This is an optimization exercise on Yosys and OpenROAD, whose aim is small area and a short achievable clock period, not a production implementation.
The RTL was checked by simulation tests, not by an equivalence proof against the original design.
Power is estimated from default activity; no workload was simulated.

### flow/run.sh
#!/bin/bash
# The standard layout (standard.sh), with two changes:
#  - the port buffers are the smallest buffer cell (buf_1) instead of the
#    slow clkdlybuf4s50_1 that buffer_ports picks by default;
#  - the 3-input XOR cells are added to the don't-use list, so the syndrome
#    tree maps to 2-input XORs, which are faster here.
set -euo pipefail
DU="$(make -s -C "$FLOW_HOME" DESIGN_CONFIG="$PWD/config.mk" WORK_HOME="$PWD/orfs" print-DONT_USE_CELLS 2> print.log | sed -n 's/^DONT_USE_CELLS: //p')"
echo "platform don't-use list: $DU" > run.log
for c in xor3_1 xor3_2 xor3_4 xnor3_1 xnor3_2 xnor3_4; do DU="$DU sky130_fd_sc_hd__$c"; done
bash standard.sh DONT_USE_CELLS="$DU" BUFFER_PORTS_ARGS="-buffer_cell sky130_fd_sc_hd__buf_1" finish > standard.log 2>&1
### standard.sh
#!/bin/bash
# synth_recipe.tcl (not shown) runs the flow's synth.tcl, then flattens the netlist and writes it again
# the make line also repeats each setting of config.mk as NAME=value (left out here)
make -C /OpenROAD-flow-scripts/flow DESIGN_CONFIG=/design/flow/config.mk WORK_HOME=/design/flow/orfs CLKGATE_MAP_FILE= SYNTH_SCRIPT=/design/flow/synth_recipe.tcl "${@:-finish}"
### config.mk
export PLATFORM = sky130hd
export DESIGN_NAME = noc_flit_rx
export DESIGN_NICKNAME = noc_flit_rx
export VERILOG_FILES = /design/flow/design.v
export SDC_FILE = /design/flow/constraint.sdc
export NUM_CORES = 4
export LEC_CHECK = 0
export ABC_CLOCK_PERIOD_IN_PS = 7000
export CAP_MARGIN = 20
export CORE_MARGIN = 2
export CORE_UTILIZATION = 60
export CTS_BUF_LIST = sky130_fd_sc_hd__clkbuf_8
export CTS_CLUSTER_SIZE = 30
export SETUP_SLACK_MARGIN = 5
export SLEW_MARGIN = 20
### constraint.sdc
create_clock -name core_clock -period 9.0 [get_ports {clk}]
set_input_delay 1.8000 -clock core_clock [delete_from_list [all_inputs] [get_ports {clk}]]
set_output_delay 1.8000 -clock core_clock [all_outputs]
set_load 0.01 [all_outputs]
### design.v
module noc_flit_rx (
    input  wire         clk,
    input  wire         rst,           
    input  wire         in_valid,
    input  wire         in_head,       
    input  wire [255:0] in_flit,
    input  wire [9:0]   in_chk,
    output wire         out_valid,
    output wire         out_head,
    output wire [255:0] out_flit,
    output wire [9:0]   out_chk,
    output wire         out_poison,
    output reg  [31:0]  err_ce,        
    output reg  [31:0]  err_ue         
);
    wire [9:0]  syn_in;        
    reg         v_r;           
    reg         h_r;
    reg [255:0] d_r;           
    reg [3:0]   pl_r, ph_r;    
    reg [7:0]   tl_r, th_r;    
    reg [9:0]   c_r;           
    reg [5:0]   wl_r;          
    reg         wh0_r, wh1_r;  
    reg [5:0]   dc_r;          
    reg         discarding;    
    reg         ce_inc, ue_inc;
    reg [5:0] wl_in, wh_in;
    integer k;
    always @* begin
        wl_in = 6'd0;
        wh_in = 6'd0;
        for (k = 0; k < 32; k = k + 1) begin
            wl_in[(k&1)+(k>>1&1)+(k>>2&1)+(k>>3&1)+(k>>4&1)] =
                wl_in[(k&1)+(k>>1&1)+(k>>2&1)+(k>>3&1)+(k>>4&1)] | (syn_in[4:0] == k);
            wh_in[(k&1)+(k>>1&1)+(k>>2&1)+(k>>3&1)+(k>>4&1)] =
                wh_in[(k&1)+(k>>1&1)+(k>>2&1)+(k>>3&1)+(k>>4&1)] | (syn_in[9:5] == k);
        end
    end
    wire le_last = (syn_in[9:5] < 5'd17) || (syn_in[9:5] == 5'd17 && syn_in[4:0] <= 5'd19);
    wire [5:0] dc_in;
    assign dc_in[0] = wh_in[3] | (wh_in[5] & le_last);
    assign dc_in[1] = wh_in[2] | (wh_in[4] & le_last);
    assign dc_in[2] = wh_in[1] | (wh_in[3] & le_last);
    assign dc_in[3] = wh_in[0] | (wh_in[2] & le_last);
    assign dc_in[4] = wh_in[1] & le_last;
    assign dc_in[5] = wh_in[0] & le_last;
    reg [3:0] pl_in, ph_in;
    reg [7:0] tl_in, th_in;
    always @* begin
        for (k = 0; k < 4; k = k + 1) begin
            pl_in[k] = (syn_in[1:0] == k);
            ph_in[k] = (syn_in[6:5] == k);
        end
        for (k = 0; k < 8; k = k + 1) begin
            tl_in[k] = (syn_in[4:2] == k);
            th_in[k] = (syn_in[9:7] == k);
        end
    end
    wire [9:0] s_r;
    assign s_r[0] = pl_r[1] | pl_r[3];
    assign s_r[1] = pl_r[2] | pl_r[3];
    assign s_r[2] = tl_r[1] | tl_r[3] | tl_r[5] | tl_r[7];
    assign s_r[3] = tl_r[2] | tl_r[3] | tl_r[6] | tl_r[7];
    assign s_r[4] = tl_r[4] | tl_r[5] | tl_r[6] | tl_r[7];
    assign s_r[5] = ph_r[1] | ph_r[3];
    assign s_r[6] = ph_r[2] | ph_r[3];
    assign s_r[7] = th_r[1] | th_r[3] | th_r[5] | th_r[7];
    assign s_r[8] = th_r[2] | th_r[3] | th_r[6] | th_r[7];
    assign s_r[9] = th_r[4] | th_r[5] | th_r[6] | th_r[7];
    wire data_corr     = |(wl_r & dc_r);
    wire chk_corr      = (wl_r[1] & wh0_r) | (wl_r[0] & wh1_r);
    wire clean         = wl_r[0] & wh0_r;
    wire correctable   = data_corr | chk_corr;
    wire uncorrectable = !clean & !correctable;
    wire [255:0] flip;
    wire drop = h_r ? uncorrectable : discarding;
    assign out_valid  = v_r && !drop;
    assign out_head   = h_r;
    assign out_flit   = d_r ^ flip;
    assign out_chk    = data_corr ? c_r : (s_r ^ c_r);
    assign out_poison = !h_r && uncorrectable;
    wire x1 = in_flit[30] ^ in_flit[45];
    wire x2 = in_flit[50] ^ in_flit[66];
    wire x3 = in_flit[71] ^ in_flit[77];
    wire x4 = in_flit[94] ^ in_flit[99];
    wire x5 = in_flit[105] ^ in_flit[112];
    wire x6 = in_flit[241] ^ in_chk[0];
    wire x7 = x1 ^ x2;
    wire x8 = x3 ^ x4;
    wire x9 = x5 ^ x6;
    wire x10 = x7 ^ x8;
    wire x11 = x9 ^ x10;
    wire x12 = in_flit[31] ^ in_flit[46];
    wire x13 = in_flit[51] ^ in_flit[67];
    wire x14 = in_flit[72] ^ in_flit[78];
    wire x15 = in_flit[95] ^ in_flit[100];
    wire x16 = in_flit[106] ^ in_flit[113];
    wire x17 = in_flit[242] ^ in_chk[1];
    wire x18 = x12 ^ x13;
    wire x19 = x14 ^ x15;
    wire x20 = x16 ^ x17;
    wire x21 = x18 ^ x19;
    wire x22 = x20 ^ x21;
    wire x23 = in_flit[10] ^ in_flit[20];
    wire x24 = in_flit[35] ^ in_flit[56];
    wire x25 = in_flit[84] ^ in_flit[166];
    wire x26 = in_flit[201] ^ in_flit[221];
    wire x27 = in_flit[231] ^ x23;
    wire x28 = x24 ^ x25;
    wire x29 = x26 ^ x27;
    wire x30 = x28 ^ x29;
    wire x31 = in_flit[32] ^ in_flit[47];
    wire x32 = in_flit[52] ^ in_flit[68];
    wire x33 = in_flit[73] ^ in_flit[79];
    wire x34 = in_flit[96] ^ in_flit[101];
    wire x35 = in_flit[107] ^ in_flit[114];
    wire x36 = in_flit[243] ^ in_chk[2];
    wire x37 = x31 ^ x32;
    wire x38 = x33 ^ x34;
    wire x39 = x35 ^ x36;
    wire x40 = x37 ^ x38;
    wire x41 = x39 ^ x40;
    wire x42 = in_flit[11] ^ in_flit[21];
    wire x43 = in_flit[36] ^ in_flit[57];
    wire x44 = in_flit[85] ^ in_flit[167];
    wire x45 = in_flit[202] ^ in_flit[222];
    wire x46 = in_flit[232] ^ x42;
    wire x47 = x43 ^ x44;
    wire x48 = x45 ^ x46;
    wire x49 = x47 ^ x48;
    wire x50 = in_flit[12] ^ in_flit[22];
    wire x51 = in_flit[37] ^ in_flit[58];
    wire x52 = in_flit[86] ^ in_flit[168];
    wire x53 = in_flit[203] ^ in_flit[223];
    wire x54 = in_flit[233] ^ x50;
    wire x55 = x51 ^ x52;
    wire x56 = x53 ^ x54;
    wire x57 = x55 ^ x56;
    wire x58 = in_flit[0] ^ in_flit[131];
    wire x59 = in_flit[146] ^ in_flit[156];
    wire x60 = in_flit[181] ^ in_flit[191];
    wire x61 = in_flit[211] ^ in_flit[251];
    wire x62 = x58 ^ x59;
    wire x63 = x60 ^ x61;
    wire x64 = x62 ^ x63;
    wire x65 = in_flit[33] ^ in_flit[48];
    wire x66 = in_flit[53] ^ in_flit[69];
    wire x67 = in_flit[74] ^ in_flit[80];
    wire x68 = in_flit[97] ^ in_flit[102];
    wire x69 = in_flit[108] ^ in_flit[115];
    wire x70 = in_flit[244] ^ in_chk[3];
    wire x71 = x65 ^ x66;
    wire x72 = x67 ^ x68;
    wire x73 = x69 ^ x70;
    wire x74 = x71 ^ x72;
    wire x75 = x73 ^ x74;
    wire x76 = in_flit[13] ^ in_flit[23];
    wire x77 = in_flit[38] ^ in_flit[59];
    wire x78 = in_flit[87] ^ in_flit[169];
    wire x79 = in_flit[204] ^ in_flit[224];
    wire x80 = in_flit[234] ^ x76;
    wire x81 = x77 ^ x78;
    wire x82 = x79 ^ x80;
    wire x83 = x81 ^ x82;
    wire x84 = in_flit[14] ^ in_flit[24];
    wire x85 = in_flit[39] ^ in_flit[60];
    wire x86 = in_flit[88] ^ in_flit[170];
    wire x87 = in_flit[205] ^ in_flit[225];
    wire x88 = in_flit[235] ^ x84;
    wire x89 = x85 ^ x86;
    wire x90 = x87 ^ x88;
    wire x91 = x89 ^ x90;
    wire x92 = in_flit[1] ^ in_flit[132];
    wire x93 = in_flit[147] ^ in_flit[157];
    wire x94 = in_flit[182] ^ in_flit[192];
    wire x95 = in_flit[212] ^ in_flit[252];
    wire x96 = x92 ^ x93;
    wire x97 = x94 ^ x95;
    wire x98 = x96 ^ x97;
    wire x99 = in_flit[15] ^ in_flit[25];
    wire x100 = in_flit[40] ^ in_flit[61];
    wire x101 = in_flit[89] ^ in_flit[171];
    wire x102 = in_flit[206] ^ in_flit[226];
    wire x103 = in_flit[236] ^ x99;
    wire x104 = x100 ^ x101;
    wire x105 = x102 ^ x103;
    wire x106 = x104 ^ x105;
    wire x107 = in_flit[2] ^ in_flit[133];
    wire x108 = in_flit[148] ^ in_flit[158];
    wire x109 = in_flit[183] ^ in_flit[193];
    wire x110 = in_flit[213] ^ in_flit[253];
    wire x111 = x107 ^ x108;
    wire x112 = x109 ^ x110;
    wire x113 = x111 ^ x112;
    wire x114 = in_flit[3] ^ in_flit[134];
    wire x115 = in_flit[149] ^ in_flit[159];
    wire x116 = in_flit[184] ^ in_flit[194];
    wire x117 = in_flit[214] ^ in_flit[254];
    wire x118 = x114 ^ x115;
    wire x119 = x116 ^ x117;
    wire x120 = x118 ^ x119;
    wire x121 = in_flit[121] ^ in_flit[126];
    wire x122 = in_flit[141] ^ in_flit[176];
    wire x123 = in_flit[246] ^ x121;
    wire x124 = x122 ^ x123;
    wire x125 = in_flit[34] ^ in_flit[49];
    wire x126 = in_flit[54] ^ in_flit[70];
    wire x127 = in_flit[75] ^ in_flit[81];
    wire x128 = in_flit[98] ^ in_flit[103];
    wire x129 = in_flit[109] ^ in_flit[116];
    wire x130 = in_flit[245] ^ in_chk[4];
    wire x131 = x125 ^ x126;
    wire x132 = x127 ^ x128;
    wire x133 = x129 ^ x130;
    wire x134 = x131 ^ x132;
    wire x135 = x133 ^ x134;
    wire x136 = in_flit[16] ^ in_flit[26];
    wire x137 = in_flit[41] ^ in_flit[62];
    wire x138 = in_flit[90] ^ in_flit[172];
    wire x139 = in_flit[207] ^ in_flit[227];
    wire x140 = in_flit[237] ^ x136;
    wire x141 = x137 ^ x138;
    wire x142 = x139 ^ x140;
    wire x143 = x141 ^ x142;
    wire x144 = in_flit[17] ^ in_flit[27];
    wire x145 = in_flit[42] ^ in_flit[63];
    wire x146 = in_flit[91] ^ in_flit[173];
    wire x147 = in_flit[208] ^ in_flit[228];
    wire x148 = in_flit[238] ^ x144;
    wire x149 = x145 ^ x146;
    wire x150 = x147 ^ x148;
    wire x151 = x149 ^ x150;
    wire x152 = in_flit[4] ^ in_flit[135];
    wire x153 = in_flit[150] ^ in_flit[160];
    wire x154 = in_flit[185] ^ in_flit[195];
    wire x155 = in_flit[215] ^ in_flit[255];
    wire x156 = x152 ^ x153;
    wire x157 = x154 ^ x155;
    wire x158 = x156 ^ x157;
    wire x159 = in_flit[18] ^ in_flit[28];
    wire x160 = in_flit[43] ^ in_flit[64];
    wire x161 = in_flit[92] ^ in_flit[174];
    wire x162 = in_flit[209] ^ in_flit[229];
    wire x163 = in_flit[239] ^ x159;
    wire x164 = x160 ^ x161;
    wire x165 = x162 ^ x163;
    wire x166 = x164 ^ x165;
    wire x167 = in_flit[5] ^ in_flit[136];
    wire x168 = in_flit[151] ^ in_flit[161];
    wire x169 = in_flit[186] ^ in_flit[196];
    wire x170 = in_flit[216] ^ x167;
    wire x171 = x168 ^ x169;
    wire x172 = x170 ^ x171;
    wire x173 = in_flit[6] ^ in_flit[137];
    wire x174 = in_flit[152] ^ in_flit[162];
    wire x175 = in_flit[187] ^ in_flit[197];
    wire x176 = in_flit[217] ^ x173;
    wire x177 = x174 ^ x175;
    wire x178 = x176 ^ x177;
    wire x179 = in_flit[122] ^ in_flit[127];
    wire x180 = in_flit[142] ^ in_flit[177];
    wire x181 = in_flit[247] ^ x179;
    wire x182 = x180 ^ x181;
    wire x183 = in_flit[19] ^ in_flit[29];
    wire x184 = in_flit[44] ^ in_flit[65];
    wire x185 = in_flit[93] ^ in_flit[175];
    wire x186 = in_flit[210] ^ in_flit[230];
    wire x187 = in_flit[240] ^ x183;
    wire x188 = x184 ^ x185;
    wire x189 = x186 ^ x187;
    wire x190 = x188 ^ x189;
    wire x191 = in_flit[7] ^ in_flit[138];
    wire x192 = in_flit[153] ^ in_flit[163];
    wire x193 = in_flit[188] ^ in_flit[198];
    wire x194 = in_flit[218] ^ x191;
    wire x195 = x192 ^ x193;
    wire x196 = x194 ^ x195;
    wire x197 = in_flit[8] ^ in_flit[139];
    wire x198 = in_flit[154] ^ in_flit[164];
    wire x199 = in_flit[189] ^ in_flit[199];
    wire x200 = in_flit[219] ^ x197;
    wire x201 = x198 ^ x199;
    wire x202 = x200 ^ x201;
    wire x203 = in_flit[123] ^ in_flit[128];
    wire x204 = in_flit[143] ^ in_flit[178];
    wire x205 = in_flit[248] ^ x203;
    wire x206 = x204 ^ x205;
    wire x207 = in_flit[9] ^ in_flit[140];
    wire x208 = in_flit[155] ^ in_flit[165];
    wire x209 = in_flit[190] ^ in_flit[200];
    wire x210 = in_flit[220] ^ x207;
    wire x211 = x208 ^ x209;
    wire x212 = x210 ^ x211;
    wire x213 = in_flit[124] ^ in_flit[129];
    wire x214 = in_flit[144] ^ in_flit[179];
    wire x215 = in_flit[249] ^ x213;
    wire x216 = x214 ^ x215;
    wire x217 = in_flit[125] ^ in_flit[130];
    wire x218 = in_flit[145] ^ in_flit[180];
    wire x219 = in_flit[250] ^ x217;
    wire x220 = x218 ^ x219;
    wire x221 = x124 ^ in_flit[120];
    wire x222 = x64 ^ x182;
    wire x223 = x98 ^ x206;
    wire x224 = x113 ^ x216;
    wire x225 = x221 ^ x222;
    wire x226 = x120 ^ x220;
    wire x227 = x30 ^ x158;
    wire x228 = x49 ^ x172;
    wire x229 = x83 ^ x196;
    wire x230 = x223 ^ x224;
    wire x231 = x225 ^ x227;
    wire x232 = x229 ^ x230;
    wire x233 = x57 ^ x178;
    wire x234 = x91 ^ x202;
    wire x235 = x226 ^ x233;
    wire x236 = x106 ^ x212;
    wire x237 = x11 ^ x143;
    wire x238 = x228 ^ x237;
    wire x239 = x231 ^ x232;
    wire x240 = x238 ^ x239;
    wire x241 = x22 ^ x151;
    wire x242 = x223 ^ x234;
    wire x243 = x241 ^ x231;
    wire x244 = x235 ^ x242;
    wire x245 = x243 ^ x244;
    wire x246 = x41 ^ x166;
    wire x247 = x224 ^ x225;
    wire x248 = x228 ^ x236;
    wire x249 = x246 ^ x235;
    wire x250 = x247 ^ x248;
    wire x251 = x249 ^ x250;
    wire x252 = x75 ^ x190;
    wire x253 = x221 ^ x226;
    wire x254 = x234 ^ x236;
    wire x255 = x252 ^ x253;
    wire x256 = x232 ^ x254;
    wire x257 = x255 ^ x256;
    wire x258 = in_flit[120] ^ x158;
    wire x259 = x172 ^ x178;
    wire x260 = x182 ^ x196;
    wire x261 = x202 ^ x206;
    wire x262 = x212 ^ x216;
    wire x263 = x220 ^ x135;
    wire x264 = x143 ^ x151;
    wire x265 = x166 ^ x190;
    wire x266 = x258 ^ x259;
    wire x267 = x260 ^ x261;
    wire x268 = x262 ^ x263;
    wire x269 = x264 ^ x265;
    wire x270 = x266 ^ x267;
    wire x271 = x268 ^ x269;
    wire x272 = x270 ^ x271;
    wire x273 = in_flit[10] ^ in_flit[11];
    wire x274 = in_flit[12] ^ in_flit[13];
    wire x275 = in_flit[14] ^ in_flit[15];
    wire x276 = in_flit[16] ^ in_flit[17];
    wire x277 = in_flit[18] ^ in_flit[19];
    wire x278 = in_flit[121] ^ in_flit[122];
    wire x279 = in_flit[123] ^ in_flit[124];
    wire x280 = in_flit[125] ^ in_chk[5];
    wire x281 = x273 ^ x274;
    wire x282 = x275 ^ x276;
    wire x283 = x277 ^ x278;
    wire x284 = x279 ^ x280;
    wire x285 = x281 ^ x282;
    wire x286 = x283 ^ x284;
    wire x287 = x285 ^ x286;
    wire x288 = in_flit[20] ^ in_flit[21];
    wire x289 = in_flit[22] ^ in_flit[23];
    wire x290 = in_flit[24] ^ in_flit[25];
    wire x291 = in_flit[26] ^ in_flit[27];
    wire x292 = in_flit[28] ^ in_flit[29];
    wire x293 = in_flit[126] ^ in_flit[127];
    wire x294 = in_flit[128] ^ in_flit[129];
    wire x295 = in_flit[130] ^ in_chk[6];
    wire x296 = x288 ^ x289;
    wire x297 = x290 ^ x291;
    wire x298 = x292 ^ x293;
    wire x299 = x294 ^ x295;
    wire x300 = x296 ^ x297;
    wire x301 = x298 ^ x299;
    wire x302 = x300 ^ x301;
    wire x303 = in_flit[30] ^ in_flit[31];
    wire x304 = in_flit[32] ^ in_flit[33];
    wire x305 = in_flit[34] ^ in_flit[131];
    wire x306 = in_flit[132] ^ in_flit[133];
    wire x307 = in_flit[134] ^ in_flit[135];
    wire x308 = in_flit[136] ^ in_flit[137];
    wire x309 = in_flit[138] ^ in_flit[139];
    wire x310 = in_flit[140] ^ x303;
    wire x311 = x304 ^ x305;
    wire x312 = x306 ^ x307;
    wire x313 = x308 ^ x309;
    wire x314 = x310 ^ x311;
    wire x315 = x312 ^ x313;
    wire x316 = x314 ^ x315;
    wire x317 = in_flit[35] ^ in_flit[36];
    wire x318 = in_flit[37] ^ in_flit[38];
    wire x319 = in_flit[39] ^ in_flit[40];
    wire x320 = in_flit[41] ^ in_flit[42];
    wire x321 = in_flit[43] ^ in_flit[44];
    wire x322 = in_flit[141] ^ in_flit[142];
    wire x323 = in_flit[143] ^ in_flit[144];
    wire x324 = in_flit[145] ^ in_chk[7];
    wire x325 = x317 ^ x318;
    wire x326 = x319 ^ x320;
    wire x327 = x321 ^ x322;
    wire x328 = x323 ^ x324;
    wire x329 = x325 ^ x326;
    wire x330 = x327 ^ x328;
    wire x331 = x329 ^ x330;
    wire x332 = in_flit[45] ^ in_flit[46];
    wire x333 = in_flit[47] ^ in_flit[48];
    wire x334 = in_flit[49] ^ in_flit[146];
    wire x335 = in_flit[147] ^ in_flit[148];
    wire x336 = in_flit[149] ^ in_flit[150];
    wire x337 = in_flit[151] ^ in_flit[152];
    wire x338 = in_flit[153] ^ in_flit[154];
    wire x339 = in_flit[155] ^ x332;
    wire x340 = x333 ^ x334;
    wire x341 = x335 ^ x336;
    wire x342 = x337 ^ x338;
    wire x343 = x339 ^ x340;
    wire x344 = x341 ^ x342;
    wire x345 = x343 ^ x344;
    wire x346 = in_flit[50] ^ in_flit[51];
    wire x347 = in_flit[52] ^ in_flit[53];
    wire x348 = in_flit[54] ^ in_flit[156];
    wire x349 = in_flit[157] ^ in_flit[158];
    wire x350 = in_flit[159] ^ in_flit[160];
    wire x351 = in_flit[161] ^ in_flit[162];
    wire x352 = in_flit[163] ^ in_flit[164];
    wire x353 = in_flit[165] ^ x346;
    wire x354 = x347 ^ x348;
    wire x355 = x349 ^ x350;
    wire x356 = x351 ^ x352;
    wire x357 = x353 ^ x354;
    wire x358 = x355 ^ x356;
    wire x359 = x357 ^ x358;
    wire x360 = in_flit[55] ^ in_flit[166];
    wire x361 = in_flit[167] ^ in_flit[168];
    wire x362 = in_flit[169] ^ in_flit[170];
    wire x363 = in_flit[171] ^ in_flit[172];
    wire x364 = in_flit[173] ^ in_flit[174];
    wire x365 = in_flit[175] ^ x360;
    wire x366 = x361 ^ x362;
    wire x367 = x363 ^ x364;
    wire x368 = x365 ^ x366;
    wire x369 = x367 ^ x368;
    wire x370 = in_flit[56] ^ in_flit[57];
    wire x371 = in_flit[58] ^ in_flit[59];
    wire x372 = in_flit[60] ^ in_flit[61];
    wire x373 = in_flit[62] ^ in_flit[63];
    wire x374 = in_flit[64] ^ in_flit[65];
    wire x375 = in_flit[176] ^ in_flit[177];
    wire x376 = in_flit[178] ^ in_flit[179];
    wire x377 = in_flit[180] ^ in_chk[8];
    wire x378 = x370 ^ x371;
    wire x379 = x372 ^ x373;
    wire x380 = x374 ^ x375;
    wire x381 = x376 ^ x377;
    wire x382 = x378 ^ x379;
    wire x383 = x380 ^ x381;
    wire x384 = x382 ^ x383;
    wire x385 = in_flit[66] ^ in_flit[67];
    wire x386 = in_flit[68] ^ in_flit[69];
    wire x387 = in_flit[70] ^ in_flit[181];
    wire x388 = in_flit[182] ^ in_flit[183];
    wire x389 = in_flit[184] ^ in_flit[185];
    wire x390 = in_flit[186] ^ in_flit[187];
    wire x391 = in_flit[188] ^ in_flit[189];
    wire x392 = in_flit[190] ^ x385;
    wire x393 = x386 ^ x387;
    wire x394 = x388 ^ x389;
    wire x395 = x390 ^ x391;
    wire x396 = x392 ^ x393;
    wire x397 = x394 ^ x395;
    wire x398 = x396 ^ x397;
    wire x399 = in_flit[71] ^ in_flit[72];
    wire x400 = in_flit[73] ^ in_flit[74];
    wire x401 = in_flit[75] ^ in_flit[191];
    wire x402 = in_flit[192] ^ in_flit[193];
    wire x403 = in_flit[194] ^ in_flit[195];
    wire x404 = in_flit[196] ^ in_flit[197];
    wire x405 = in_flit[198] ^ in_flit[199];
    wire x406 = in_flit[200] ^ x399;
    wire x407 = x400 ^ x401;
    wire x408 = x402 ^ x403;
    wire x409 = x404 ^ x405;
    wire x410 = x406 ^ x407;
    wire x411 = x408 ^ x409;
    wire x412 = x410 ^ x411;
    wire x413 = in_flit[76] ^ in_flit[201];
    wire x414 = in_flit[202] ^ in_flit[203];
    wire x415 = in_flit[204] ^ in_flit[205];
    wire x416 = in_flit[206] ^ in_flit[207];
    wire x417 = in_flit[208] ^ in_flit[209];
    wire x418 = in_flit[210] ^ x413;
    wire x419 = x414 ^ x415;
    wire x420 = x416 ^ x417;
    wire x421 = x418 ^ x419;
    wire x422 = x420 ^ x421;
    wire x423 = in_flit[77] ^ in_flit[78];
    wire x424 = in_flit[79] ^ in_flit[80];
    wire x425 = in_flit[81] ^ in_flit[211];
    wire x426 = in_flit[212] ^ in_flit[213];
    wire x427 = in_flit[214] ^ in_flit[215];
    wire x428 = in_flit[216] ^ in_flit[217];
    wire x429 = in_flit[218] ^ in_flit[219];
    wire x430 = in_flit[220] ^ x423;
    wire x431 = x424 ^ x425;
    wire x432 = x426 ^ x427;
    wire x433 = x428 ^ x429;
    wire x434 = x430 ^ x431;
    wire x435 = x432 ^ x433;
    wire x436 = x434 ^ x435;
    wire x437 = in_flit[82] ^ in_flit[221];
    wire x438 = in_flit[222] ^ in_flit[223];
    wire x439 = in_flit[224] ^ in_flit[225];
    wire x440 = in_flit[226] ^ in_flit[227];
    wire x441 = in_flit[228] ^ in_flit[229];
    wire x442 = in_flit[230] ^ x437;
    wire x443 = x438 ^ x439;
    wire x444 = x440 ^ x441;
    wire x445 = x442 ^ x443;
    wire x446 = x444 ^ x445;
    wire x447 = in_flit[83] ^ in_flit[231];
    wire x448 = in_flit[232] ^ in_flit[233];
    wire x449 = in_flit[234] ^ in_flit[235];
    wire x450 = in_flit[236] ^ in_flit[237];
    wire x451 = in_flit[238] ^ in_flit[239];
    wire x452 = in_flit[240] ^ x447;
    wire x453 = x448 ^ x449;
    wire x454 = x450 ^ x451;
    wire x455 = x452 ^ x453;
    wire x456 = x454 ^ x455;
    wire x457 = in_flit[241] ^ in_flit[242];
    wire x458 = in_flit[243] ^ in_flit[244];
    wire x459 = in_flit[245] ^ x457;
    wire x460 = x458 ^ x459;
    wire x461 = in_flit[84] ^ in_flit[85];
    wire x462 = in_flit[86] ^ in_flit[87];
    wire x463 = in_flit[88] ^ in_flit[89];
    wire x464 = in_flit[90] ^ in_flit[91];
    wire x465 = in_flit[92] ^ in_flit[93];
    wire x466 = in_flit[246] ^ in_flit[247];
    wire x467 = in_flit[248] ^ in_flit[249];
    wire x468 = in_flit[250] ^ in_chk[9];
    wire x469 = x461 ^ x462;
    wire x470 = x463 ^ x464;
    wire x471 = x465 ^ x466;
    wire x472 = x467 ^ x468;
    wire x473 = x469 ^ x470;
    wire x474 = x471 ^ x472;
    wire x475 = x473 ^ x474;
    wire x476 = in_flit[94] ^ in_flit[95];
    wire x477 = in_flit[96] ^ in_flit[97];
    wire x478 = in_flit[98] ^ in_flit[251];
    wire x479 = in_flit[252] ^ in_flit[253];
    wire x480 = in_flit[254] ^ in_flit[255];
    wire x481 = x476 ^ x477;
    wire x482 = x478 ^ x479;
    wire x483 = x480 ^ x481;
    wire x484 = x482 ^ x483;
    wire x485 = in_flit[99] ^ in_flit[100];
    wire x486 = in_flit[101] ^ in_flit[102];
    wire x487 = in_flit[103] ^ x485;
    wire x488 = x486 ^ x487;
    wire x489 = in_flit[105] ^ in_flit[106];
    wire x490 = in_flit[107] ^ in_flit[108];
    wire x491 = in_flit[109] ^ x489;
    wire x492 = x490 ^ x491;
    wire x493 = in_flit[112] ^ in_flit[113];
    wire x494 = in_flit[114] ^ in_flit[115];
    wire x495 = in_flit[116] ^ x493;
    wire x496 = x494 ^ x495;
    wire x497 = x369 ^ x460;
    wire x498 = x316 ^ x422;
    wire x499 = x345 ^ x446;
    wire x500 = x398 ^ in_flit[117];
    wire x501 = x484 ^ in_flit[104];
    wire x502 = in_flit[110] ^ x497;
    wire x503 = x499 ^ x502;
    wire x504 = x359 ^ x456;
    wire x505 = x412 ^ in_flit[118];
    wire x506 = x488 ^ in_flit[111];
    wire x507 = x436 ^ in_flit[119];
    wire x508 = x287 ^ x498;
    wire x509 = x500 ^ x501;
    wire x510 = x508 ^ x509;
    wire x511 = x503 ^ x510;
    wire x512 = in_flit[104] ^ x302;
    wire x513 = x506 ^ x504;
    wire x514 = x505 ^ x497;
    wire x515 = x498 ^ x512;
    wire x516 = x513 ^ x514;
    wire x517 = x515 ^ x516;
    wire x518 = in_flit[111] ^ x492;
    wire x519 = x331 ^ x518;
    wire x520 = x504 ^ x507;
    wire x521 = x519 ^ x520;
    wire x522 = x503 ^ x521;
    wire x523 = x460 ^ x496;
    wire x524 = x384 ^ x422;
    wire x525 = x446 ^ x456;
    wire x526 = x523 ^ x505;
    wire x527 = x507 ^ x500;
    wire x528 = x524 ^ x525;
    wire x529 = x526 ^ x527;
    wire x530 = x528 ^ x529;
    wire x531 = in_flit[110] ^ in_flit[117];
    wire x532 = in_flit[118] ^ in_flit[119];
    wire x533 = x531 ^ x532;
    wire x534 = x533 ^ x492;
    wire x535 = x496 ^ x506;
    wire x536 = x475 ^ x534;
    wire x537 = x501 ^ x535;
    wire x538 = x536 ^ x537;
    assign syn_in[0] = x240;
    assign syn_in[1] = x245;
    assign syn_in[2] = x251;
    assign syn_in[3] = x257;
    assign syn_in[4] = x272;
    assign syn_in[5] = x511;
    assign syn_in[6] = x517;
    assign syn_in[7] = x522;
    assign syn_in[8] = x530;
    assign syn_in[9] = x538;
    assign flip[0] = pl_r[3] & tl_r[1] & ph_r[0] & th_r[0];
    assign flip[1] = pl_r[3] & tl_r[2] & ph_r[0] & th_r[0];
    assign flip[2] = pl_r[1] & tl_r[3] & ph_r[0] & th_r[0];
    assign flip[3] = pl_r[2] & tl_r[3] & ph_r[0] & th_r[0];
    assign flip[4] = pl_r[3] & tl_r[4] & ph_r[0] & th_r[0];
    assign flip[5] = pl_r[1] & tl_r[5] & ph_r[0] & th_r[0];
    assign flip[6] = pl_r[2] & tl_r[5] & ph_r[0] & th_r[0];
    assign flip[7] = pl_r[1] & tl_r[6] & ph_r[0] & th_r[0];
    assign flip[8] = pl_r[2] & tl_r[6] & ph_r[0] & th_r[0];
    assign flip[9] = pl_r[0] & tl_r[7] & ph_r[0] & th_r[0];
    assign flip[10] = pl_r[3] & tl_r[0] & ph_r[1] & th_r[0];
    assign flip[11] = pl_r[1] & tl_r[1] & ph_r[1] & th_r[0];
    assign flip[12] = pl_r[2] & tl_r[1] & ph_r[1] & th_r[0];
    assign flip[13] = pl_r[1] & tl_r[2] & ph_r[1] & th_r[0];
    assign flip[14] = pl_r[2] & tl_r[2] & ph_r[1] & th_r[0];
    assign flip[15] = pl_r[0] & tl_r[3] & ph_r[1] & th_r[0];
    assign flip[16] = pl_r[1] & tl_r[4] & ph_r[1] & th_r[0];
    assign flip[17] = pl_r[2] & tl_r[4] & ph_r[1] & th_r[0];
    assign flip[18] = pl_r[0] & tl_r[5] & ph_r[1] & th_r[0];
    assign flip[19] = pl_r[0] & tl_r[6] & ph_r[1] & th_r[0];
    assign flip[20] = pl_r[3] & tl_r[0] & ph_r[2] & th_r[0];
    assign flip[21] = pl_r[1] & tl_r[1] & ph_r[2] & th_r[0];
    assign flip[22] = pl_r[2] & tl_r[1] & ph_r[2] & th_r[0];
    assign flip[23] = pl_r[1] & tl_r[2] & ph_r[2] & th_r[0];
    assign flip[24] = pl_r[2] & tl_r[2] & ph_r[2] & th_r[0];
    assign flip[25] = pl_r[0] & tl_r[3] & ph_r[2] & th_r[0];
    assign flip[26] = pl_r[1] & tl_r[4] & ph_r[2] & th_r[0];
    assign flip[27] = pl_r[2] & tl_r[4] & ph_r[2] & th_r[0];
    assign flip[28] = pl_r[0] & tl_r[5] & ph_r[2] & th_r[0];
    assign flip[29] = pl_r[0] & tl_r[6] & ph_r[2] & th_r[0];
    assign flip[30] = pl_r[1] & tl_r[0] & ph_r[3] & th_r[0];
    assign flip[31] = pl_r[2] & tl_r[0] & ph_r[3] & th_r[0];
    assign flip[32] = pl_r[0] & tl_r[1] & ph_r[3] & th_r[0];
    assign flip[33] = pl_r[0] & tl_r[2] & ph_r[3] & th_r[0];
    assign flip[34] = pl_r[0] & tl_r[4] & ph_r[3] & th_r[0];
    assign flip[35] = pl_r[3] & tl_r[0] & ph_r[0] & th_r[1];
    assign flip[36] = pl_r[1] & tl_r[1] & ph_r[0] & th_r[1];
    assign flip[37] = pl_r[2] & tl_r[1] & ph_r[0] & th_r[1];
    assign flip[38] = pl_r[1] & tl_r[2] & ph_r[0] & th_r[1];
    assign flip[39] = pl_r[2] & tl_r[2] & ph_r[0] & th_r[1];
    assign flip[40] = pl_r[0] & tl_r[3] & ph_r[0] & th_r[1];
    assign flip[41] = pl_r[1] & tl_r[4] & ph_r[0] & th_r[1];
    assign flip[42] = pl_r[2] & tl_r[4] & ph_r[0] & th_r[1];
    assign flip[43] = pl_r[0] & tl_r[5] & ph_r[0] & th_r[1];
    assign flip[44] = pl_r[0] & tl_r[6] & ph_r[0] & th_r[1];
    assign flip[45] = pl_r[1] & tl_r[0] & ph_r[1] & th_r[1];
    assign flip[46] = pl_r[2] & tl_r[0] & ph_r[1] & th_r[1];
    assign flip[47] = pl_r[0] & tl_r[1] & ph_r[1] & th_r[1];
    assign flip[48] = pl_r[0] & tl_r[2] & ph_r[1] & th_r[1];
    assign flip[49] = pl_r[0] & tl_r[4] & ph_r[1] & th_r[1];
    assign flip[50] = pl_r[1] & tl_r[0] & ph_r[2] & th_r[1];
    assign flip[51] = pl_r[2] & tl_r[0] & ph_r[2] & th_r[1];
    assign flip[52] = pl_r[0] & tl_r[1] & ph_r[2] & th_r[1];
    assign flip[53] = pl_r[0] & tl_r[2] & ph_r[2] & th_r[1];
    assign flip[54] = pl_r[0] & tl_r[4] & ph_r[2] & th_r[1];
    assign flip[55] = pl_r[0] & tl_r[0] & ph_r[3] & th_r[1];
    assign flip[56] = pl_r[3] & tl_r[0] & ph_r[0] & th_r[2];
    assign flip[57] = pl_r[1] & tl_r[1] & ph_r[0] & th_r[2];
    assign flip[58] = pl_r[2] & tl_r[1] & ph_r[0] & th_r[2];
    assign flip[59] = pl_r[1] & tl_r[2] & ph_r[0] & th_r[2];
    assign flip[60] = pl_r[2] & tl_r[2] & ph_r[0] & th_r[2];
    assign flip[61] = pl_r[0] & tl_r[3] & ph_r[0] & th_r[2];
    assign flip[62] = pl_r[1] & tl_r[4] & ph_r[0] & th_r[2];
    assign flip[63] = pl_r[2] & tl_r[4] & ph_r[0] & th_r[2];
    assign flip[64] = pl_r[0] & tl_r[5] & ph_r[0] & th_r[2];
    assign flip[65] = pl_r[0] & tl_r[6] & ph_r[0] & th_r[2];
    assign flip[66] = pl_r[1] & tl_r[0] & ph_r[1] & th_r[2];
    assign flip[67] = pl_r[2] & tl_r[0] & ph_r[1] & th_r[2];
    assign flip[68] = pl_r[0] & tl_r[1] & ph_r[1] & th_r[2];
    assign flip[69] = pl_r[0] & tl_r[2] & ph_r[1] & th_r[2];
    assign flip[70] = pl_r[0] & tl_r[4] & ph_r[1] & th_r[2];
    assign flip[71] = pl_r[1] & tl_r[0] & ph_r[2] & th_r[2];
    assign flip[72] = pl_r[2] & tl_r[0] & ph_r[2] & th_r[2];
    assign flip[73] = pl_r[0] & tl_r[1] & ph_r[2] & th_r[2];
    assign flip[74] = pl_r[0] & tl_r[2] & ph_r[2] & th_r[2];
    assign flip[75] = pl_r[0] & tl_r[4] & ph_r[2] & th_r[2];
    assign flip[76] = pl_r[0] & tl_r[0] & ph_r[3] & th_r[2];
    assign flip[77] = pl_r[1] & tl_r[0] & ph_r[0] & th_r[3];
    assign flip[78] = pl_r[2] & tl_r[0] & ph_r[0] & th_r[3];
    assign flip[79] = pl_r[0] & tl_r[1] & ph_r[0] & th_r[3];
    assign flip[80] = pl_r[0] & tl_r[2] & ph_r[0] & th_r[3];
    assign flip[81] = pl_r[0] & tl_r[4] & ph_r[0] & th_r[3];
    assign flip[82] = pl_r[0] & tl_r[0] & ph_r[1] & th_r[3];
    assign flip[83] = pl_r[0] & tl_r[0] & ph_r[2] & th_r[3];
    assign flip[84] = pl_r[3] & tl_r[0] & ph_r[0] & th_r[4];
    assign flip[85] = pl_r[1] & tl_r[1] & ph_r[0] & th_r[4];
    assign flip[86] = pl_r[2] & tl_r[1] & ph_r[0] & th_r[4];
    assign flip[87] = pl_r[1] & tl_r[2] & ph_r[0] & th_r[4];
    assign flip[88] = pl_r[2] & tl_r[2] & ph_r[0] & th_r[4];
    assign flip[89] = pl_r[0] & tl_r[3] & ph_r[0] & th_r[4];
    assign flip[90] = pl_r[1] & tl_r[4] & ph_r[0] & th_r[4];
    assign flip[91] = pl_r[2] & tl_r[4] & ph_r[0] & th_r[4];
    assign flip[92] = pl_r[0] & tl_r[5] & ph_r[0] & th_r[4];
    assign flip[93] = pl_r[0] & tl_r[6] & ph_r[0] & th_r[4];
    assign flip[94] = pl_r[1] & tl_r[0] & ph_r[1] & th_r[4];
    assign flip[95] = pl_r[2] & tl_r[0] & ph_r[1] & th_r[4];
    assign flip[96] = pl_r[0] & tl_r[1] & ph_r[1] & th_r[4];
    assign flip[97] = pl_r[0] & tl_r[2] & ph_r[1] & th_r[4];
    assign flip[98] = pl_r[0] & tl_r[4] & ph_r[1] & th_r[4];
    assign flip[99] = pl_r[1] & tl_r[0] & ph_r[2] & th_r[4];
    assign flip[100] = pl_r[2] & tl_r[0] & ph_r[2] & th_r[4];
    assign flip[101] = pl_r[0] & tl_r[1] & ph_r[2] & th_r[4];
    assign flip[102] = pl_r[0] & tl_r[2] & ph_r[2] & th_r[4];
    assign flip[103] = pl_r[0] & tl_r[4] & ph_r[2] & th_r[4];
    assign flip[104] = pl_r[0] & tl_r[0] & ph_r[3] & th_r[4];
    assign flip[105] = pl_r[1] & tl_r[0] & ph_r[0] & th_r[5];
    assign flip[106] = pl_r[2] & tl_r[0] & ph_r[0] & th_r[5];
    assign flip[107] = pl_r[0] & tl_r[1] & ph_r[0] & th_r[5];
    assign flip[108] = pl_r[0] & tl_r[2] & ph_r[0] & th_r[5];
    assign flip[109] = pl_r[0] & tl_r[4] & ph_r[0] & th_r[5];
    assign flip[110] = pl_r[0] & tl_r[0] & ph_r[1] & th_r[5];
    assign flip[111] = pl_r[0] & tl_r[0] & ph_r[2] & th_r[5];
    assign flip[112] = pl_r[1] & tl_r[0] & ph_r[0] & th_r[6];
    assign flip[113] = pl_r[2] & tl_r[0] & ph_r[0] & th_r[6];
    assign flip[114] = pl_r[0] & tl_r[1] & ph_r[0] & th_r[6];
    assign flip[115] = pl_r[0] & tl_r[2] & ph_r[0] & th_r[6];
    assign flip[116] = pl_r[0] & tl_r[4] & ph_r[0] & th_r[6];
    assign flip[117] = pl_r[0] & tl_r[0] & ph_r[1] & th_r[6];
    assign flip[118] = pl_r[0] & tl_r[0] & ph_r[2] & th_r[6];
    assign flip[119] = pl_r[0] & tl_r[0] & ph_r[0] & th_r[7];
    assign flip[120] = pl_r[3] & tl_r[7] & ph_r[0] & th_r[0];
    assign flip[121] = pl_r[3] & tl_r[3] & ph_r[1] & th_r[0];
    assign flip[122] = pl_r[3] & tl_r[5] & ph_r[1] & th_r[0];
    assign flip[123] = pl_r[3] & tl_r[6] & ph_r[1] & th_r[0];
    assign flip[124] = pl_r[1] & tl_r[7] & ph_r[1] & th_r[0];
    assign flip[125] = pl_r[2] & tl_r[7] & ph_r[1] & th_r[0];
    assign flip[126] = pl_r[3] & tl_r[3] & ph_r[2] & th_r[0];
    assign flip[127] = pl_r[3] & tl_r[5] & ph_r[2] & th_r[0];
    assign flip[128] = pl_r[3] & tl_r[6] & ph_r[2] & th_r[0];
    assign flip[129] = pl_r[1] & tl_r[7] & ph_r[2] & th_r[0];
    assign flip[130] = pl_r[2] & tl_r[7] & ph_r[2] & th_r[0];
    assign flip[131] = pl_r[3] & tl_r[1] & ph_r[3] & th_r[0];
    assign flip[132] = pl_r[3] & tl_r[2] & ph_r[3] & th_r[0];
    assign flip[133] = pl_r[1] & tl_r[3] & ph_r[3] & th_r[0];
    assign flip[134] = pl_r[2] & tl_r[3] & ph_r[3] & th_r[0];
    assign flip[135] = pl_r[3] & tl_r[4] & ph_r[3] & th_r[0];
    assign flip[136] = pl_r[1] & tl_r[5] & ph_r[3] & th_r[0];
    assign flip[137] = pl_r[2] & tl_r[5] & ph_r[3] & th_r[0];
    assign flip[138] = pl_r[1] & tl_r[6] & ph_r[3] & th_r[0];
    assign flip[139] = pl_r[2] & tl_r[6] & ph_r[3] & th_r[0];
    assign flip[140] = pl_r[0] & tl_r[7] & ph_r[3] & th_r[0];
    assign flip[141] = pl_r[3] & tl_r[3] & ph_r[0] & th_r[1];
    assign flip[142] = pl_r[3] & tl_r[5] & ph_r[0] & th_r[1];
    assign flip[143] = pl_r[3] & tl_r[6] & ph_r[0] & th_r[1];
    assign flip[144] = pl_r[1] & tl_r[7] & ph_r[0] & th_r[1];
    assign flip[145] = pl_r[2] & tl_r[7] & ph_r[0] & th_r[1];
    assign flip[146] = pl_r[3] & tl_r[1] & ph_r[1] & th_r[1];
    assign flip[147] = pl_r[3] & tl_r[2] & ph_r[1] & th_r[1];
    assign flip[148] = pl_r[1] & tl_r[3] & ph_r[1] & th_r[1];
    assign flip[149] = pl_r[2] & tl_r[3] & ph_r[1] & th_r[1];
    assign flip[150] = pl_r[3] & tl_r[4] & ph_r[1] & th_r[1];
    assign flip[151] = pl_r[1] & tl_r[5] & ph_r[1] & th_r[1];
    assign flip[152] = pl_r[2] & tl_r[5] & ph_r[1] & th_r[1];
    assign flip[153] = pl_r[1] & tl_r[6] & ph_r[1] & th_r[1];
    assign flip[154] = pl_r[2] & tl_r[6] & ph_r[1] & th_r[1];
    assign flip[155] = pl_r[0] & tl_r[7] & ph_r[1] & th_r[1];
    assign flip[156] = pl_r[3] & tl_r[1] & ph_r[2] & th_r[1];
    assign flip[157] = pl_r[3] & tl_r[2] & ph_r[2] & th_r[1];
    assign flip[158] = pl_r[1] & tl_r[3] & ph_r[2] & th_r[1];
    assign flip[159] = pl_r[2] & tl_r[3] & ph_r[2] & th_r[1];
    assign flip[160] = pl_r[3] & tl_r[4] & ph_r[2] & th_r[1];
    assign flip[161] = pl_r[1] & tl_r[5] & ph_r[2] & th_r[1];
    assign flip[162] = pl_r[2] & tl_r[5] & ph_r[2] & th_r[1];
    assign flip[163] = pl_r[1] & tl_r[6] & ph_r[2] & th_r[1];
    assign flip[164] = pl_r[2] & tl_r[6] & ph_r[2] & th_r[1];
    assign flip[165] = pl_r[0] & tl_r[7] & ph_r[2] & th_r[1];
    assign flip[166] = pl_r[3] & tl_r[0] & ph_r[3] & th_r[1];
    assign flip[167] = pl_r[1] & tl_r[1] & ph_r[3] & th_r[1];
    assign flip[168] = pl_r[2] & tl_r[1] & ph_r[3] & th_r[1];
    assign flip[169] = pl_r[1] & tl_r[2] & ph_r[3] & th_r[1];
    assign flip[170] = pl_r[2] & tl_r[2] & ph_r[3] & th_r[1];
    assign flip[171] = pl_r[0] & tl_r[3] & ph_r[3] & th_r[1];
    assign flip[172] = pl_r[1] & tl_r[4] & ph_r[3] & th_r[1];
    assign flip[173] = pl_r[2] & tl_r[4] & ph_r[3] & th_r[1];
    assign flip[174] = pl_r[0] & tl_r[5] & ph_r[3] & th_r[1];
    assign flip[175] = pl_r[0] & tl_r[6] & ph_r[3] & th_r[1];
    assign flip[176] = pl_r[3] & tl_r[3] & ph_r[0] & th_r[2];
    assign flip[177] = pl_r[3] & tl_r[5] & ph_r[0] & th_r[2];
    assign flip[178] = pl_r[3] & tl_r[6] & ph_r[0] & th_r[2];
    assign flip[179] = pl_r[1] & tl_r[7] & ph_r[0] & th_r[2];
    assign flip[180] = pl_r[2] & tl_r[7] & ph_r[0] & th_r[2];
    assign flip[181] = pl_r[3] & tl_r[1] & ph_r[1] & th_r[2];
    assign flip[182] = pl_r[3] & tl_r[2] & ph_r[1] & th_r[2];
    assign flip[183] = pl_r[1] & tl_r[3] & ph_r[1] & th_r[2];
    assign flip[184] = pl_r[2] & tl_r[3] & ph_r[1] & th_r[2];
    assign flip[185] = pl_r[3] & tl_r[4] & ph_r[1] & th_r[2];
    assign flip[186] = pl_r[1] & tl_r[5] & ph_r[1] & th_r[2];
    assign flip[187] = pl_r[2] & tl_r[5] & ph_r[1] & th_r[2];
    assign flip[188] = pl_r[1] & tl_r[6] & ph_r[1] & th_r[2];
    assign flip[189] = pl_r[2] & tl_r[6] & ph_r[1] & th_r[2];
    assign flip[190] = pl_r[0] & tl_r[7] & ph_r[1] & th_r[2];
    assign flip[191] = pl_r[3] & tl_r[1] & ph_r[2] & th_r[2];
    assign flip[192] = pl_r[3] & tl_r[2] & ph_r[2] & th_r[2];
    assign flip[193] = pl_r[1] & tl_r[3] & ph_r[2] & th_r[2];
    assign flip[194] = pl_r[2] & tl_r[3] & ph_r[2] & th_r[2];
    assign flip[195] = pl_r[3] & tl_r[4] & ph_r[2] & th_r[2];
    assign flip[196] = pl_r[1] & tl_r[5] & ph_r[2] & th_r[2];
    assign flip[197] = pl_r[2] & tl_r[5] & ph_r[2] & th_r[2];
    assign flip[198] = pl_r[1] & tl_r[6] & ph_r[2] & th_r[2];
    assign flip[199] = pl_r[2] & tl_r[6] & ph_r[2] & th_r[2];
    assign flip[200] = pl_r[0] & tl_r[7] & ph_r[2] & th_r[2];
    assign flip[201] = pl_r[3] & tl_r[0] & ph_r[3] & th_r[2];
    assign flip[202] = pl_r[1] & tl_r[1] & ph_r[3] & th_r[2];
    assign flip[203] = pl_r[2] & tl_r[1] & ph_r[3] & th_r[2];
    assign flip[204] = pl_r[1] & tl_r[2] & ph_r[3] & th_r[2];
    assign flip[205] = pl_r[2] & tl_r[2] & ph_r[3] & th_r[2];
    assign flip[206] = pl_r[0] & tl_r[3] & ph_r[3] & th_r[2];
    assign flip[207] = pl_r[1] & tl_r[4] & ph_r[3] & th_r[2];
    assign flip[208] = pl_r[2] & tl_r[4] & ph_r[3] & th_r[2];
    assign flip[209] = pl_r[0] & tl_r[5] & ph_r[3] & th_r[2];
    assign flip[210] = pl_r[0] & tl_r[6] & ph_r[3] & th_r[2];
    assign flip[211] = pl_r[3] & tl_r[1] & ph_r[0] & th_r[3];
    assign flip[212] = pl_r[3] & tl_r[2] & ph_r[0] & th_r[3];
    assign flip[213] = pl_r[1] & tl_r[3] & ph_r[0] & th_r[3];
    assign flip[214] = pl_r[2] & tl_r[3] & ph_r[0] & th_r[3];
    assign flip[215] = pl_r[3] & tl_r[4] & ph_r[0] & th_r[3];
    assign flip[216] = pl_r[1] & tl_r[5] & ph_r[0] & th_r[3];
    assign flip[217] = pl_r[2] & tl_r[5] & ph_r[0] & th_r[3];
    assign flip[218] = pl_r[1] & tl_r[6] & ph_r[0] & th_r[3];
    assign flip[219] = pl_r[2] & tl_r[6] & ph_r[0] & th_r[3];
    assign flip[220] = pl_r[0] & tl_r[7] & ph_r[0] & th_r[3];
    assign flip[221] = pl_r[3] & tl_r[0] & ph_r[1] & th_r[3];
    assign flip[222] = pl_r[1] & tl_r[1] & ph_r[1] & th_r[3];
    assign flip[223] = pl_r[2] & tl_r[1] & ph_r[1] & th_r[3];
    assign flip[224] = pl_r[1] & tl_r[2] & ph_r[1] & th_r[3];
    assign flip[225] = pl_r[2] & tl_r[2] & ph_r[1] & th_r[3];
    assign flip[226] = pl_r[0] & tl_r[3] & ph_r[1] & th_r[3];
    assign flip[227] = pl_r[1] & tl_r[4] & ph_r[1] & th_r[3];
    assign flip[228] = pl_r[2] & tl_r[4] & ph_r[1] & th_r[3];
    assign flip[229] = pl_r[0] & tl_r[5] & ph_r[1] & th_r[3];
    assign flip[230] = pl_r[0] & tl_r[6] & ph_r[1] & th_r[3];
    assign flip[231] = pl_r[3] & tl_r[0] & ph_r[2] & th_r[3];
    assign flip[232] = pl_r[1] & tl_r[1] & ph_r[2] & th_r[3];
    assign flip[233] = pl_r[2] & tl_r[1] & ph_r[2] & th_r[3];
    assign flip[234] = pl_r[1] & tl_r[2] & ph_r[2] & th_r[3];
    assign flip[235] = pl_r[2] & tl_r[2] & ph_r[2] & th_r[3];
    assign flip[236] = pl_r[0] & tl_r[3] & ph_r[2] & th_r[3];
    assign flip[237] = pl_r[1] & tl_r[4] & ph_r[2] & th_r[3];
    assign flip[238] = pl_r[2] & tl_r[4] & ph_r[2] & th_r[3];
    assign flip[239] = pl_r[0] & tl_r[5] & ph_r[2] & th_r[3];
    assign flip[240] = pl_r[0] & tl_r[6] & ph_r[2] & th_r[3];
    assign flip[241] = pl_r[1] & tl_r[0] & ph_r[3] & th_r[3];
    assign flip[242] = pl_r[2] & tl_r[0] & ph_r[3] & th_r[3];
    assign flip[243] = pl_r[0] & tl_r[1] & ph_r[3] & th_r[3];
    assign flip[244] = pl_r[0] & tl_r[2] & ph_r[3] & th_r[3];
    assign flip[245] = pl_r[0] & tl_r[4] & ph_r[3] & th_r[3];
    assign flip[246] = pl_r[3] & tl_r[3] & ph_r[0] & th_r[4];
    assign flip[247] = pl_r[3] & tl_r[5] & ph_r[0] & th_r[4];
    assign flip[248] = pl_r[3] & tl_r[6] & ph_r[0] & th_r[4];
    assign flip[249] = pl_r[1] & tl_r[7] & ph_r[0] & th_r[4];
    assign flip[250] = pl_r[2] & tl_r[7] & ph_r[0] & th_r[4];
    assign flip[251] = pl_r[3] & tl_r[1] & ph_r[1] & th_r[4];
    assign flip[252] = pl_r[3] & tl_r[2] & ph_r[1] & th_r[4];
    assign flip[253] = pl_r[1] & tl_r[3] & ph_r[1] & th_r[4];
    assign flip[254] = pl_r[2] & tl_r[3] & ph_r[1] & th_r[4];
    assign flip[255] = pl_r[3] & tl_r[4] & ph_r[1] & th_r[4];
    always @(posedge clk) begin
        if (rst) begin
            v_r        <= 1'b0;
            discarding <= 1'b0;
            ce_inc     <= 1'b0;
            ue_inc     <= 1'b0;
            err_ce     <= 32'd0;
            err_ue     <= 32'd0;
        end else begin
            v_r <= in_valid;
            if (v_r && h_r)
                discarding <= uncorrectable;
            ce_inc <= v_r && !drop && correctable;
            ue_inc <= v_r && h_r && uncorrectable;
            err_ce <= err_ce + ce_inc;
            err_ue <= err_ue + ue_inc;
        end
    end
    always @(posedge clk) begin
        h_r <= in_head;
        d_r <= in_flit;
        pl_r <= pl_in;
        tl_r <= tl_in;
        ph_r <= ph_in;
        th_r <= th_in;
        wl_r <= wl_in;
        wh0_r <= wh_in[0];
        wh1_r <= wh_in[1];
        dc_r <= dc_in;
        c_r <= in_chk;
    end
endmodule
==> summary.md, run 1 <==
| Metric | Value |
|---|---|
| Power, Total | `roughly 10 mW` |
| Share of the synthesized area in the top cell type | `around two fifths` |
| # Max-Cap Violations | `0` |
| Post-Route Setup TNS | `0 ps` |
| Die ar. | `0.03213 mm2` |
| Via count of the first global-routing pass | `15570` |
| Main flop type after synthesis | `dfxtp_1` |
| I/O pin count | `roughly 600` |
| Setup Skew | `28.80 ps` |
| RSZ-0062 raised after global routing | `true` |
| Syn avg cell area | `about 9.6 um2` |
| Worst Setup End Kind | `flip-flop` |
| Initial Util | `60.57%` |
| Clock latency (worst-skew pair) | `around 630 ps` |
| Post-DP HPWL | `around 52000 um` |
| Synth area leader | `dfxtp_1` |
| Fill count | `between 2000 and 2500` |
| Worst hold slack | `between 400 and 500 ps` |
| Finished Layout Cells | `about 3000` |
| Final setup fails | `0` |
| Gr ovfl total | `0` |
| Total CTS buffers | `61` |
| GRT Util Overall | `39.95%` |
| Top post-synthesis cells by area | `dfxtp_1 41%, xnor2_1 35%, xor2_1 5.0%` |
| Data required, critical path | `around 9500 ps` |
| Final ANT Viol Nets | `0` |
| First-pass GRT wire length | `93680 um` |
| Status | `timing/DRC/antenna clean` |
| Final net count | `around 2800` |
| Hold violation count in the final report | `0` |
| Critical path arrival | `about 4500 ps` |
| Number of core rows | `64` |
| Part of the Yosys area used for sequential elements | `between 40% and 50%` |
| Worst Tran Pin Value | `just under 700 ps` |
| CTS Buffer Depth | `3` |
| Pwr dens | `427.2 mW/mm2` |
| Distinct cells, synth | `45` |
| Final worst path period share | `between 40% and 50%` |
| Drt pass-1 iters | `5` |
| Synth Instances | `slightly below 2000` |
| Area Overhead vs Synth | `25.91%` |
| Final Instance Area | `about 0.023 mm2` |
| Largest net degree at the start of global routing | `about 70` |
| Post-Route Utilization | `between 70% and 80%` |
| Cell Area, Synth | `between 0.015 and 0.02 mm2` |
| Top cells by count, synth | `735 x xnor2_1, 373 x dfxtp_1, 213 x nand2_1, 105 x xor2_1, 84 x clkbuf_1` |
| Dpl cells | `between 2000 and 3000` |
| CTS sink count | `approximately 370` |
| Pleak | `between 8 and 9 nW` |
| H-Tree Depth | `2` |
| Critical setup path kind | `in -> reg` |
| Clk pin slew, worst setup/hold paths | `60 ps` |
| Wire per inst | `approximately 23 um` |
| CTS tree | `done` |
| Asr flop ratio synth | `0%` |
| Die W | `between 150 and 200 um` |
| WL final | `approximately 68000 um` |
| Synthesized Nets | `approximately 2200` |
| Hold buffers post-CTS | `0` |
| Max frequency | `roughly 250 MHz` |
| Maximum vdd drop | `0.7122 mV` |
| 1st-iter DRT viols | `900` |
| Initial antenna violation count | `2` |
| Final slew viol count | `0` |
| Hold WC Path Type | `reg -> reg` |
| Largest fanout on the critical path | `8` |
| Worst setup margin | `4963 ps` |
| Drt via density | `between 5 and 6` |
| Core area | `0.03043 mm2` |
| Residual DRC | `0` |
| Max-slew headroom at the worst pin | `between 50% and 60%` |
| Top-count cell post-synth | `xnor2_1` |
| Final Wtd Congestion | `0.9689` |
| Share of cells above drive strength 1 | `about 11%` |
| Crit path launch type | `input pin` |
| Clk Tree Root Cell | `clkbuf_8` |
| Die H | `179.3 um` |
| Placed Instance Area | `~0.021 mm2` |
| Dpl ws | `around 4100 ps` |
| Ys Warns | `1` |
| Fin crit period | `~4000 ps` |
| Post-synth EDFFs | `0` |
| DR vias | `approximately 16000` |
| Post-synthesis register bit count | `around 370` |
| IO Port Bufs | `about 600` |
repair_timing:
action | in CTS | in global routing
pin swaps | 6 | 25
gates cloned | 0 | 0
gates resized for setup | 89 | 88
setup buffers | 14 | 9
setup endpoints to repair | 211 | 106
critical path, stage by stage:
cell and delay [ps]:
buf_1 140, xnor2_1 330, xnor2_2 190, xnor2_2 290
xnor2_1 150, xnor2_2 280, xnor2_1 190, xnor2_1 130
xnor2_2 360, nor2_1 130, nand3_1 110, o21ai_1 70
a221o_1 350
final cells by class:
cell class / count / area, um2 / area share, %
clock buffer: 80 / 1101 / 4.745
antenna: 1 / 2.502 / 0.01078
clock inverter: 33 / 276.5 / 1.192
tap: 396 / 495.5 / 2.135
sequential: 373 / 7502 / 32.33
multi-input combinational: 1452 / 11160 / 48.07
inverter: 13 / 48.80 / 0.2103
timing repair buffer: 638 / 2624 / 11.31
path summary, 6_finish.rpt:
kind	endpoint	slack [ps]	cells past startpoint	startpoint
min reg2reg	ue_inc$_SDFF_PP0_	480	2	v_r$_SDFF_PP0_
max	wl_r[2]$_DFF_P_	4960	13	in_flit[58]
max reg2reg	err_ce[29]$_SDFF_PP0_	6400	10	err_ce[3]$_SDFF_PP0_
min	ue_inc$_SDFF_PP0_	480	2	v_r$_SDFF_PP0_
metal layers:
layer | vias up | part of all wire [%] | track usage, %
met5 | - | 0.019 | 0
met4 | 2 | 6.3 | 22.28
met3 | 240 | 9.3 | 11.47
met2 | 900 | 47 | 65.58
met1 | 7673 | 37 | 46.78
li1 | 7312 | - | -
registers in the layout, indices dropped and copies added, names as in the netlist, 4 cells and up:
signal,flops
ph_r,4
wl_r,6
th_r,8
pl_r,4
dc_r,6
d_r,256
tl_r,8
err_ue,32
err_ce,32
c_r,10
cell families (layout without fill, tap and decap cells):
| family | after synthesis | count (layout) | share of synthesized area [%] |
|---|---|---|---|
| XOR/XNOR | 857 | 857 | 41.54 |
| multiplexers | 2 | 2 | 0.1154 |
| other | 0 | 1 | 0 |
| AND/OR/NAND/NOR | 521 | 521 | 13.25 |
| flip-flops | 373 | 373 | 40.52 |
| adder cells (fa/ha/maj) | 4 | 4 | 0.2716 |
| buffers and inverters | 102 | 764 | 2.077 |
| AO/OA/AOI/OAI | 68 | 68 | 2.227 |
cell usage in the layout, fill, tap and decap left out, drive strengths merged, types with 2 or more instances in the layout:
cell      netlist  routed
and3           24      24
or3            16      16
nor2b           9       9
ha              4       4
a221oi          2       2
dfxtp         373     373
buf             5     624
a22oi           3       3
clkbuf         84      94
a21oi          18      18
a21o            3       3
nor4            3       3
nand2         214     214
nand2b          5       5
bufinv          0       5
clkinv          1       6
xor2          105     105
nand3          82      82
o21ai          29      29
nor2           73      73
xnor2         752     752
nand4          40      40
and2           43      43
clkinvlp        0       4
nor3            7       7
inv            12      31
o41ai           6       6
where the power goes:
part / switching (mW) / internal, mW
clock: 0.708 / 0.937
sequential: 0.161 / 1.88
combinational: 3.47 / 2.76
==> run 2: changes to the inputs <==
--- a/config.mk
+++ b/config.mk
@@ -11,3 +11,4 @@
 export CORE_UTILIZATION = 60
-export CTS_BUF_LIST = sky130_fd_sc_hd__clkbuf_8
+export CTS_BUF_LIST = sky130_fd_sc_hd__clkbuf_16
+export CTS_CLUSTER_DIAMETER = 80
 export CTS_CLUSTER_SIZE = 30
==> summary.md, run 2 <==
| Metric | Value |
|---|---|
| Status | `timing/DRC/antenna clean` |
| Asr flop ratio synth | `0%` |
| Post-synthesis register bit count | `roughly 370` |
| Hold violation count in the final report | `0` |
| Maximum vdd drop | `0.6082 mV` |
| Crit path launch type | `input pin` |
| Final ANT Viol Nets | `0` |
| Hold path start | `v_r$_SDFF_PP0_` |
| First-pass GRT wire length | `92080 um` |
| Synthesized Nets | `between 2000 and 2500` |
| Worst reg2reg startpoint | `err_ce[3]$_SDFF_PP0_` |
| Setup Skew | `~18 ps` |
| Hold buffers post-CTS | `0` |
| Clk pin slew, worst setup/hold paths | `110 ps` |
| Max frequency | `around 250 MHz` |
| Data required, critical path | `around 9400 ps` |
| Number of core rows | `64` |
| Main flop type after synthesis | `dfxtp_1` |
| Die H | `about 180 um` |
| Storage element area | `around 0.0075 mm2` |
| Initial antenna violation count | `1` |
| Critical path arrival | `roughly 4500 ps` |
| Gr ovfl total | `0` |
| Final slew viol count | `0` |
| Post-DP HPWL | `~52000 um` |
| Hold WC Path Type | `reg -> reg` |
| Residual DRC | `0` |
| Distinct cells, synth | `45` |
| Final Wtd Congestion | `about 0.97` |
| Cell mode on critical path | `xnor2_2` |
| Post-synth EDFFs | `0` |
| Drt via density | `~5.5` |
| Commonest non-fill, non-tap cell in the layout | `xnor2_1` |
| 1st-iter DRT viols | `1025` |
| Top post-synthesis cells by area | `dfxtp_1 41%, xnor2_1 35%, xor2_1 5.0%` |
| Top-count cell post-synth | `xnor2_1` |
| Total CTS buffers | `18` |
| Power, Total | `around 9.7 mW` |
| Worst hold slack | `approximately 500 ps` |
| Biggest regs | `d_r x256, err_ce x32, err_ue x32` |
| IO Port Bufs | `602` |
| Final net count | `about 2800` |
| RSZ-0062 raised after global routing | `true` |
| Area occupied by multi-input gates | `approximately 0.011 mm2` |
| Synth area leader | `dfxtp_1` |
| Ys Warns | `1` |
| Commonest non-fill, non-tap cells in the layout | `667 x xnor2_1, 572 x buf_1, 358 x dfxtp_1` |
| Pwr dens | `about 430 mW/mm2` |
| Fill count | `roughly 2400` |
| Cells along the critical path | `buf_1 > xnor2_1 > xnor2_2 > xnor2_2 > xnor2_2 > xnor2_2 > xnor2_1 > xnor2_1 > xnor2_2 > xnor2_1 > a21o_1 > a22o_1 > a21o_1` |
| Drt pass-1 iters | `5` |
| Max reg flops | `between 200 and 300` |
| Final worst path period share | `a little under half` |
| Wire per inst | `23.10 um` |
| Largest fanout on the critical path | `6` |
| Die ar. | `~0.032 mm2` |
| H-Tree Depth | `1` |
| Buf/Inv on CP | `1` |
| Critical-path top delay cell | `xnor2_2` |
| Critical setup path kind | `in -> reg` |
| Max-slew headroom at the worst pin | `about half` |
| Synth Instances | `between 1500 and 2000` |
| Clk Tree Root Cell | `clkbuf_16` |
| Part of the Yosys area used for sequential elements | `between 40% and 50%` |
| Pleak | `7.898 nW` |
| Largest net degree at the start of global routing | `between 60 and 70` |
| Die W | `around 180 um` |
| CTS sink count | `about 370` |
| Worst Setup End Kind | `flip-flop` |
| CTS tree | `done` |
| Largest register by flop count | `d_r` |
| WL final | `67050 um` |
| Syn avg cell area | `between 9 and 10 um2` |
| CP delay by family, top | `XOR/XNOR gates` |
| DR vias | `15860` |
| Share of the synthesized area in the top cell type | `between 40% and 50%` |
| Fin crit period | `~4000 ps` |
| Worst Tran Pin Value | `approximately 730 ps` |
| Cell Area, Synth | `roughly 0.018 mm2` |
| Initial Util | `between 60 and 70%` |
| Final setup fails | `0` |
| Core area | `0.03043 mm2` |
| CTS Buffer Depth | `3` |
| Top cells by count, synth | `735 x xnor2_1, 373 x dfxtp_1, 213 x nand2_1, 105 x xor2_1, 84 x clkbuf_1` |
| GRT Util Overall | `39.30%` |
| CP max stage delay | `around 330 ps` |
| # Max-Cap Violations | `0` |
| Clock latency (worst-skew pair) | `550 ps` |
| Crit path launch | `in_flit[239]` |
| Area Overhead vs Synth | `22.45%` |
| I/O pin count | `between 600 and 700` |
| Share of cells above drive strength 1 | `about a tenth` |
| Post-Route Setup TNS | `0 ps` |
| Via count of the first global-routing pass | `roughly 15000` |
[run 2: cell counts after synthesis]
Identical to the previous run, type by type.
[run 2: repair_timing]
action,4_1_cts,5_1_grt
gates cloned,0,1
setup buffers,17,5
pin swaps,10,30
endpoints found under the hold margin,0,0
gates resized for setup,83,92
setup endpoints to repair,198,85
[run 2: final timing paths]
check                     endpoint  slack [ps]  depth (start not counted)
max                wl_r[3]$_DFF_P_        4930                         13
min              ue_inc$_SDFF_PP0_         500                          2
max reg2reg  err_ce[29]$_SDFF_PP0_        6370                         10
min reg2reg      ue_inc$_SDFF_PP0_         500                          2
[run 2: report_power, final]
part / total (mW) / internal (mW) / switching [mW] / leakage (nW)
Sequential: 2.03 / 1.87 / 0.156 / 3.12
Combinational: 6.61 / 2.95 / 3.65 / 4.45
Clock: 1.09 / 0.491 / 0.595 / 0.325
[run 2: metrics by stage]
stage | utilization (%) | instances | setup slack (ps) | area (um2)
floorplan | - | 1927 | 4993 | 18480
global placement | 69.04 | 2849 | 4116 | 21010
detailed placement | 69.04 | 2849 | 4100 | 21010
CTS | 72.73 | 2896 | 4946 | 22130
global route | 74.17 | 2903 | 4832 | 22570
finish | 74.17 | 2903 | 4929 | 22570
[run 2: layout make-up]
cell class | instances | share of cell area (%)
antenna | 1 | 0.01109
clock buffer | 19 | 2.107
clock inverter | 11 | 0.7928
inverter | 13 | 0.2162
multi-input combinational | 1453 | 49.95
sequential | 373 | 33.19
tap | 396 | 2.195
timing repair buffer | 637 | 11.54
[run 2: worst register-to-register path, delay by kind of cell (launching register included)]
kind | cells | cell delay, ps
and+or+nand+nor | 8 | 1850
buffers and inverters | 1 | 110
DFF | 1 | 450
AOI/OAI and AO/OA | 1 | 140
[run 2: cell families after synthesis]
| group | count (synthesis) | share of synthesized area [%] |
|---|---|---|
| AND/OR/NAND/NOR | 521 | 13.25 |
| AO/OA/AOI/OAI | 68 | 2.227 |
| XOR/XNOR | 857 | 41.54 |
| multiplexers | 2 | 0.1154 |
| flip-flops | 373 | 40.52 |
| adder cells (fa/ha/maj) | 4 | 0.2716 |
| buffers and inverters | 102 | 2.077 |
[run 2: layer usage]
layer	track usage (%)	vias to the layer above	part of all wire, %
li1	-	7188	-
met1	46.69	7569	37
met2	64.83	885	47
met3	9.690	220	9.7
met4	22.04	0	6.6
met5	0	-	0

## port drivers added, routing unchanged
In the flow no input, the clock included, has a driving cell. The finished layouts below were timed again as built, in two steps.
Step 1: set_driving_cell puts a clkbuf_16 on clk and a buf_2 on each other input, an assumption about the parent block.
Step 2 adds t to the input delays and takes it off the output delays; t is the mean of the earliest and latest rising clock arrival at the registers after step 1. Input paths then give back, and output paths get back, about the clock's delay inside the block.
Three values: no drivers, after step 1, after step 2; two values: the first two.
run	shift t [ns]	slack for setup (ns)	worst setup path after step 2	slew at the worst register clock pin (ns)	cell pins on the clock port's net
run 1	0.671	4.963 / 4.943 / 4.318	input to register	0.07 / 0.07	1
run 2	0.592	4.929 / 4.876 / 4.367	input to register	0.12 / 0.12	1
After both steps every run listed still meets setup and hold. For run 1, which loses most, drivers alone change the setup slack by -0.020 ns; drivers and shift together by -0.645 ns.
